This design comes from an exercise in tuning for small area, a short achievable clock period and few clock cycles on the open sky130 flow, not from production work.
Only simulation tests tie the RTL to the original design; equivalence was not proved.

<file path="flow/design.v">
module bq_max2 (
    input  wire [7:0] a,
    input  wire [7:0] b,
    output wire [7:0] y
);
    function gtf(input [7:0] p, input [7:0] q);
        reg [7:0] g0, p0;
        reg [3:0] g1, p1;
        reg [1:0] g2, p2;
        integer i;
        begin
            g0 = p & ~q;
            p0 = p | ~q;
            for (i = 0; i < 4; i = i + 1) begin
                g1[i] = g0[2*i+1] | (p0[2*i+1] & g0[2*i]);
                p1[i] = p0[2*i+1] & p0[2*i];
            end
            for (i = 0; i < 2; i = i + 1) begin
                g2[i] = g1[2*i+1] | (p1[2*i+1] & g1[2*i]);
                p2[i] = p1[2*i+1] & p1[2*i];
            end
            gtf = g2[1] | (p2[1] & g2[0]);
        end
    endfunction
    assign y = gtf(a, b) ? a : b;
endmodule
module bq_pre (
    input  wire [31:0] x,
    output wire [15:0] pk       
);
    function [8:0] ezf(input [2:0] z);
        case (z)
            3'd0: ezf = 9'h001;  3'd1: ezf = 9'h000;  3'd2: ezf = 9'h1FF;  3'd3: ezf = 9'h1FE;
            3'd4: ezf = 9'h1FD;  3'd5: ezf = 9'h1FC;  3'd6: ezf = 9'h1FB;  default: ezf = 9'h1FA;
        endcase
    endfunction
    wire        sub = ~|x[30:23];
    wire        sn  = |x[18:0];
    wire [10:0] M   = x[22:12];
    wire        s0  = |x[11:0];
    wire        a4  = ~|M[10:8];
    wire [7:0]  MA  = a4 ? M[7:0] : {1'b0, M[10:4]};
    wire        sA  = s0 | (~a4 & (|M[3:0]));
    wire        a2  = ~|MA[7:6];
    wire [5:0]  MB  = a2 ? MA[5:0] : MA[7:2];
    wire        sB  = sA | (~a2 & (|MA[1:0]));
    wire        a1  = ~MB[5];
    wire [4:0]  vs  = a1 ? MB[4:0] : MB[5:1];
    wire        sC  = sB | (~a1 & MB[0]);
    wire [8:0]  es  = ezf({a4, a2, a1});
    wire [8:0]  e   = sub ? es : {1'b0, x[30:23]};
    wire [4:0]  v   = sub ? vs : {1'b1, x[22:19]};
    wire        st  = sub ? sC : sn;
    assign pk = {x[31], e, v, st};
endmodule
module bq_dist (
    input  wire [8:0] e,
    input  wire [8:0] eref,
    input  wire [3:0] erefh1,    
    input  wire       kill,      
    output wire [4:0] dc,        
    output wire       nr         
);
    function [5:0] subr(input [4:0] a, input [4:0] b);
        integer i;
        reg cy;
        begin
            cy = 1'b1;
            for (i = 0; i < 5; i = i + 1) begin
                subr[i] = a[i] ^ ~b[i] ^ cy;
                cy = (a[i] & ~b[i]) | (a[i] & cy) | (~b[i] & cy);
            end
            subr[5] = cy;
        end
    endfunction
    wire [5:0] c5d = subr(eref[4:0], e[4:0]);
    wire [4:0] d   = c5d[4:0];
    wire [5:0] c   = {c5d[5], 5'd0};
    wire near = c[5] ? (e[8:5] == eref[8:5]) : (e[8:5] == erefh1);
    assign dc = d;
    assign nr = near & ~kill;
endmodule
module bq_lane (
    input  wire [12:0] pk, input wire f0, f1, f2, f3,
    output wire [7:0] code, output wire clamp
);
    wire       sgn = pk[12];
    wire [4:0] D   = pk[10:6] | {5{~pk[11]}};
    wire [4:0] v   = pk[5:1];
    wire       stn = pk[0];
    wire nrm = ~D[4] & ~(&D[3:0]);
    wire [3:0] Eo = ~D[3:0];
    wire u0 = nrm;
    wire u1 = (D == 5'd15);
    wire u2 = (D == 5'd16);
    wire u3 = (D == 5'd17);
    wire u4 = (D == 5'd18);
    wire m3 = f2 | f3;               
    wire s0 = m3 & u0;
    wire s1 = (m3 & u1) | (f1 & u0);
    wire s2 = (m3 & u2) | (f1 & u1) | (f0 & u0);
    wire s3 = (m3 & u3) | (f1 & u2) | (f0 & u1);
    wire s4 = (m3 & u4) | (f1 & u3) | (f0 & u2);
    wire [3:0] q = (({4{s0}} & v[4:1]) | ({4{s1}} & {1'b0, v[4:2]}) | ({4{s2}} & {2'b0, v[4:3]}) | ({4{s3}} & {3'b0, v[4]}));
    wire G = ((s0 & v[0]) | (s1 & v[1]) | (s2 & v[2]) | (s3 & v[3]) | (s4 & v[4]));
    wire S = stn | (~s0 & v[0]) | ((s2 | s3 | s4) & v[1]) | ((s3 | s4) & v[2]) | (s4 & v[3]);
    wire en = nrm & v[4];
    wire [6:0] c;
    assign c[0] = q[0];
    assign c[1] = f0 ? (en & Eo[0]) : q[1];
    assign c[2] = f0 ? (en & Eo[1]) : f1 ? (en & Eo[0]) : q[2];
    assign c[3] = f0 ? 1'b0 : f1 ? (en & Eo[1]) : (en & Eo[0]);
    assign c[4] = f0 ? 1'b0 : f1 ? (en & Eo[2]) : (en & Eo[1]);
    assign c[5] = f3 & en & Eo[2];
    assign c[6] = f3 & en & Eo[3];
    wire rnd = G & (S | c[0]);
    wire sat = f0 ? (&c[2:0]) : f3 ? (&c[6:1]) : (&c[4:0]);
    wire inc = rnd & ~sat;
    function [6:0] incf(input [6:0] a, input ci);
        integer i;
        reg cy;
        begin
            cy = ci;
            for (i = 0; i < 7; i = i + 1) begin
                incf[i] = a[i] ^ cy;
                cy = cy & a[i];
            end
        end
    endfunction
    wire [6:0] cf = incf(c, inc);
    assign clamp = sat & (rnd | (f3 & c[0]));
    wire [6:0] cc = {cf[6:1], cf[0] & ~(f3 & sat)};
    wire       s  = sgn;
    assign code = {f3 & s, cc[6], (f1 | f2) ? s : cc[5], cc[4], f0 ? s : cc[3], cc[2:0]};
endmodule
module blk_quant (
    input  wire          clk,
    input  wire          rst,
    input  wire          in_valid,
    output wire          in_ready,
    input  wire [1:0]    in_fmt,       
    input  wire [1023:0] in_x,         
    output reg           out_valid,
    output reg  [7:0]    out_scale,
    output reg  [255:0]  out_elem,     
    output reg           out_invalid,
    output reg           out_overflow
);
    assign in_ready = 1'b1;
    genvar g;
    function gtf(input [7:0] p, input [7:0] q);
        reg [7:0] g0, p0;
        reg [3:0] g1, p1;
        reg [1:0] g2, p2;
        integer i;
        begin
            g0 = p & ~q;
            p0 = p | ~q;
            for (i = 0; i < 4; i = i + 1) begin
                g1[i] = g0[2*i+1] | (p0[2*i+1] & g0[2*i]);
                p1[i] = p0[2*i+1] & p0[2*i];
            end
            for (i = 0; i < 2; i = i + 1) begin
                g2[i] = g1[2*i+1] | (p1[2*i+1] & g1[2*i]);
                p2[i] = p1[2*i+1] & p1[2*i];
            end
            gtf = g2[1] | (p2[1] & g2[0]);
        end
    endfunction
    wire [7:0] ma [0:63];
    generate
        for (g = 0; g < 32; g = g + 1) begin : leaf
            assign ma[32 + g] = in_x[32*g+23 +: 8];
        end
        for (g = 8; g < 32; g = g + 1) begin : nodea
            bq_max2 u (.a(ma[2*g]), .b(ma[2*g+1]), .y(ma[g]));
        end
    endgenerate
    wire [31:0]  nanl, nzl;
    wire [511:0] pa_c;
    generate
        for (g = 0; g < 32; g = g + 1) begin : pre
            assign nanl[g] = &in_x[32*g+23 +: 8];
            assign nzl[g]  = |in_x[32*g +: 31];
            bq_pre u (.x(in_x[32*g +: 32]), .pk(pa_c[16*g +: 16]));
        end
    endgenerate
    reg          va;
    reg  [1:0]   fmt_a;
    reg  [63:0]  mx_a;
    reg          inv_a;
    reg          nz_a;
    reg  [511:0] pa;
    always @(posedge clk) begin
        if (rst) va <= 1'b0;
        else     va <= in_valid;
        fmt_a <= in_fmt;
        mx_a  <= {ma[15], ma[14], ma[13], ma[12], ma[11], ma[10], ma[9], ma[8]};
        inv_a <= |nanl;
        nz_a  <= |nzl;
        pa    <= pa_c;
    end
    wire [7:0] mb [1:15];
    generate
        for (g = 0; g < 8; g = g + 1) begin : leafb
            assign mb[8 + g] = mx_a[8*g +: 8];
        end
        for (g = 2; g < 8; g = g + 1) begin : nodeb
            bq_max2 u (.a(mb[2*g]), .b(mb[2*g+1]), .y(mb[g]));
        end
    endgenerate
    wire [7:0] m0 = mb[2];
    wire [7:0] m1 = mb[3];
    wire [7:0] emx  = (fmt_a == 2'd1) ? 8'd4 : (fmt_a == 2'd3) ? 8'd8 : 8'd2;
    wire       g01  = gtf(m0, m1);
    wire       m0e  = (fmt_a == 2'd1) ? (|m0[7:2]) : (fmt_a == 2'd3) ? (|m0[7:3]) : (|m0[7:1]);
    wire       m1e  = (fmt_a == 2'd1) ? (|m1[7:2]) : (fmt_a == 2'd3) ? (|m1[7:3]) : (|m1[7:1]);
    wire [1:0] esel = g01 ? (m0e ? 2'd0 : 2'd2) : (m1e ? 2'd1 : 2'd2);
    wire [7:0] eref = (esel == 2'd0) ? m0 : (esel == 2'd1) ? m1 : emx;
    wire [7:0] S = eref - emx;
    wire [8:0] off   = (fmt_a == 2'd3) ? 9'd0 : (fmt_a == 2'd1) ? 9'd8 : 9'd12;
    wire [8:0] m0o   = {1'b0, m0} + off;
    wire [8:0] m1o   = {1'b0, m1} + off;
    wire [8:0] emxo  = {1'b0, emx} + off;
    wire [8:0] erefo = (esel == 2'd0) ? m0o : (esel == 2'd1) ? m1o : emxo;
    wire [3:0] erefh1 = erefo[8:5] - 4'd1;
    wire [415:0] pb_c;
    generate
        for (g = 0; g < 32; g = g + 1) begin : dlane
            wire [15:0] p = pa[16*g +: 16];
            assign pb_c[13*g + 12]    = p[15] & ~inv_a;
            assign pb_c[13*g +: 6]    = p[5:0];
            bq_dist u (.e(p[14:6]), .eref(erefo), .erefh1(erefh1), .kill(inv_a),
                       .dc(pb_c[13*g+6 +: 5]), .nr(pb_c[13*g + 11]));
        end
    endgenerate
    reg          vb;
    reg  [1:0]   fmt_b;
    reg          inv_b;
    reg  [7:0]   scale_b;
    reg  [415:0] pb;
    always @(posedge clk) begin
        if (rst) vb <= 1'b0;
        else     vb <= va;
        fmt_b   <= fmt_a;
        inv_b   <= inv_a;
        scale_b <= inv_a ? 8'hFF : (nz_a ? S : 8'd127);
        pb      <= pb_c;
    end
    wire f0 = (fmt_b == 2'd0);
    wire f1 = (fmt_b == 2'd1);
    wire f2 = (fmt_b == 2'd2);
    wire f3 = (fmt_b == 2'd3);
    wire [255:0] elem_c;
    wire [31:0]  clampv;
    generate
        for (g = 0; g < 32; g = g + 1) begin : lane
            bq_lane u (
                .pk(pb[13*g +: 13]),
                .f0(f0), .f1(f1), .f2(f2), .f3(f3),
                .code(elem_c[8*g +: 8]), .clamp(clampv[g])
            );
        end
    endgenerate
    always @(posedge clk) begin
        if (rst) out_valid <= 1'b0;
        else     out_valid <= vb;
        out_scale    <= scale_b;
        out_elem     <= elem_c;
        out_invalid  <= inv_b;
        out_overflow <= |clampv;
    end
endmodule
</file>
<file path="flow/flow/run.sh">
#!/bin/bash
# Standard layout, with the port buffers made from the smallest buffer cell
# instead of the default delay buffer, and timing repair aiming at 15.6 ns of
# setup slack (a 6.4 ns critical path) against the design's 22 ns clock.
export BUFFER_PORTS_ARGS="-buffer_cell sky130_fd_sc_hd__buf_1"
export SETUP_SLACK_MARGIN=15.6
bash standard.sh > standard.log 2>&1
</file>
<file path="flow/standard.sh">
#!/bin/bash
# synth_recipe.tcl (not shown) runs the flow's synth.tcl, then flattens the netlist and writes it again
# the make line also repeats each setting of config.mk as NAME=value (left out here)
make -C /OpenROAD-flow-scripts/flow DESIGN_CONFIG=/design/flow/config.mk WORK_HOME=/design/flow/orfs CLKGATE_MAP_FILE= SYNTH_SCRIPT=/design/flow/synth_recipe.tcl "${@:-finish}"
</file>
<file path="flow/config.mk">
export PLATFORM = sky130hd
export DESIGN_NAME = blk_quant
export DESIGN_NICKNAME = blk_quant
export VERILOG_FILES = /design/flow/design.v
export SDC_FILE = /design/flow/constraint.sdc
export NUM_CORES = 4
export LEC_CHECK = 0
export ABC_AREA = 1
export CAP_MARGIN = 20
export CORE_AREA = 2 2 378 378
export CTS_BUF_LIST = sky130_fd_sc_hd__clkbuf_4 sky130_fd_sc_hd__clkbuf_8
export DIE_AREA = 0 0 380 380
export PLACE_DENSITY = 0.68
export SLEW_MARGIN = 20
</file>
<file path="flow/constraint.sdc">
create_clock -name core_clock -period 22.0 [get_ports {clk}]
set_input_delay 4.4000 -clock core_clock [delete_from_list [all_inputs] [get_ports {clk}]]
set_output_delay 4.4000 -clock core_clock [all_outputs]
set_load 0.01 [all_outputs]
</file>
==> results.tsv <==
stage	metric	value	unit
critical_path	endpoint type of the worst setup path	register	
global_route	Tot GR Track Use	49.9	%
logic_synthesis	Async S/R FF share, synth	0	%
routing	DRT Pass-1 Iters	14	
placement	Post-DP Area	78800	um^2
floorplanning	placement row count	137	
timing	unrepaired setup endpoints after global routing	true	
cts	Longest Clk Path Bufs	3	
routing	Post-DRT Antenna Nets	0	
floorplanning	CORE AREA	140000	um^2
timing	final setup violating endpoints	0	
cells_and_area	most common cell after layout, fill and taps aside	nand2_1	
critical_path	critical path launch point type	input pin	
cells_and_area	nets@finish	13200	
critical_path	Max FO, Critical Path	2	
cts	clock sinks	1276	
global_route	vias in the first global route	75100	
routing	drt initial violations	14200	
timing	achievable clock frequency	151	MHz
logic_synthesis	Mapped Cells	10300	
logic_synthesis	syn nets	11700	
logic_synthesis	EDFF count, synth	0	
cts	Root Driver	clkbuf_8	
logic_synthesis	Netlist cell types	77	
cells_and_area	cell area after layout	85800	um^2
routing	via count	84500	
cts	Clk pin slew, worst setup/hold paths	0.06	ns
routing	drt total wl	386000	um
outcome	status	no timing/DRC/antenna violations	
cells_and_area	synthesis-to-layout area growth	19.7	%
logic_synthesis	register area share after synthesis	35.6	%
logic_synthesis	synthesized cell area	71700	um^2
logic_synthesis	Mean Syn Cell Area	6.96	um^2
cts	H-tree depth	4	
cts	TritonCTS buffer count	202	
critical_path	delay-heaviest family, CP	simple AND/OR/NAND/NOR gates	
cells_and_area	Fillers	12600	
critical_path	CP peak stage delay	0.85	ns
global_route	antenna violations before repair	124	
cts	Clk Latency, worst-skew pair	1.00	ns
cts	CTS hold repair buffers	0	
cts	TritonCTS clock tree	built	
global_route	grt total ovfl	0	
critical_path	WP data required	22.83	ns
run	total of max-cap violations	0	
cells_and_area	most frequent cells in the layout	2265 x nand2_1, 1757 x inv_1, 1273 x dfxtp_1	
placement	Final HPWL DP	311000	um
floorplanning	io pins	1297	
placement	Placement Setup Slack	13.29	ns
floorplanning	Initial Utilization	51.3	%
critical_path	critical-path cell list	buf_1 > nor4_4 > nand4_1 > nor3b_2 > nand4_1 > nor3_2 > nand3_2 > nor3_2 > nand3_1	
timing	Final WS setup	15.36	ns
placement	RePlAce Congestion	1.12	
placement	Port Buffer Count	1295	
worst_hold_path	worst min path class	register to register	
timing	Slew Limit Headroom	6.19	%
timing	Worst Hold Slack	0.297	ns
critical_path	kind of critical path	input pin to register	
timing	worst slew pin tran	1.41	ns
global_route	largest net degree at the start of global routing	104	
timing	Fin. Hold Viols	0	
timing	Tmin final	6.64	ns
timing	setup TNS	0	ns
critical_path	Worst Path Arrival	7.47	ns
timing	period utilization	30.2	%
logic_synthesis	Synth Warn #	5	
floorplanning	die width	380	um
critical_path	CP Buf/Inv Count	1	
routing	Wirelength per Cell	27.8	um
routing	drt drc	0	
floorplanning	Die Ht	380	um
floorplanning	die area	144000	um^2
timing	clock skew	0.0566	ns
timing	max-slew violations	0	
global_route	first-pass GRT wire length	522000	um
logic_synthesis	Synth Flop Type	dfxtp_1	
routing	mean number of vias per cell	6.08	
logic_synthesis	Synth Register Bits	1276	
critical_path	Crit-path slowest cell	nand4_1	
cells_and_area	share of layout cells above drive strength 1	7.82	%
-- per-layer routing --
metal / global-route usage, % / share of wire, % / vias to the layer above
met5: 1.98 / 0.20 / -
met4: 33.4 / 8.2 / 72
met3: 27.4 / 18 / 1418
met2: 63.7 / 36 / 7168
met1: 63.1 / 37 / 38800
li1: - / - / 37000
-- timing repair --
item | CTS | global route
setup endpoints to repair | 69 | 99
setup buffers | 1 | 73
resized for setup | 81 | 248
pin swaps | 4 | 59
cloned | 0 | 22
-- through the flow --
step                      std cells  utilization [%]
after floorplan               10300                -
after global placement        13300             56.3
after detailed placement      13300             56.3
after CTS                     13700             60.0
after global routing          13900             61.3
final                         13900             61.4
-- sequential cells by signal (all words and copies together) (netlist names) --
register      count
out_valid         1
scale_b           8
vb                1
pb              416
out_scale         8
nz_a              1
out_elem        256
inv_b             1
fmt_a             2
out_invalid       1
pa              512
out_overflow      1
va                1
mx_a             64
inv_a             1
fmt_b             2
-- area by class of cell --
cell class	instances	area, um^2	share of cell area, %
clock buffer	304	3870	4.51
tap	1876	2350	2.73
multi-input combinational	7008	39800	46.4
sequential	1276	25600	29.8
timing repair buffer	1429	6070	7.07
timing repair inverter	3	26.3	0.0306
antenna	83	208	0.242
clock inverter	67	985	1.15
inverter	1840	6980	8.13
-- worst paths after layout --
kind | slack (ns) | from | depth (start not counted) | end
min reg2reg | 0.30 | pa[403] | 0 | pb[328]
max reg2reg | 15.62 | mx_a[47] | 33 | pb[89]
min | 0.30 | pa[403] | 0 | pb[328]
max | 15.36 | in_x[645] | 9 | nz_a
-- logic make-up after synthesis --
family,count (synthesis),synth area share (%)
DFF,1276,35.6
other,1,0.00523
AOI/OAI and AO/OA,1830,15.7
muxes,69,1.02
adders and majority gates,404,8.06
xor gates and xnor gates,102,1.25
buffers and inverters,2041,10.9
and+or+nand+nor,4588,27.5
-- synth_stat cells (30+ instances only) --
cell       number  share of area [%]
o2111ai_1      31               0.38
o21bai_1       70               0.73
clkbuf_1      112               0.59
o221ai_1      142                1.7
ha_1          299                5.2
mux2_2         32               0.50
o211ai_1       73               0.76
fa_1           99                2.8
mux2i_1        37               0.52
xnor2_1        88                1.1
o22ai_1       129                1.1
nand2_1      2290                 12
o21ai_0       688                4.8
nand3_1       508                3.5
a31oi_1        56               0.49
a211oi_1       30               0.31
nand4_1       196                1.7
dfxtp_1      1276                 36
a221oi_1       50               0.61
nor2_1       1091                5.7
nor4_1        244                2.1
buf_1          47               0.25
nor3_1        131               0.91
inv_1        1790                9.4
a22oi_1        77               0.81
a21oi_1       344                2.4
Testbench counts, summed over its fixed seeds: cycles 2,584.

afterwards: timing with drivers on the ports:
Ports are ideal in the flow. The routed layout listed here was re-timed in OpenROAD. Step 1: set_driving_cell puts a clkbuf_16 on clk and a buf_2 on each other input, an assumption about the parent block. Step 2 moves the port delays by t, midway between the first and last clock arrival at a register: inputs arrive t later, outputs are due t later. That takes back most of the time a late clock gives input paths. Three values: no drivers, after step 1, after step 2; two values: the first two.
t, ns: 1.073
slack for setup (ns): 15.361 / 15.434 / 14.361
worst hold slack (ns): 0.297 / 0.297 / 0.297
worst setup path at the end: input to register
After both steps this run still meets setup and hold. The setup slack of this run moves by +0.073 ns with the drivers and by -1.000 ns with both steps.
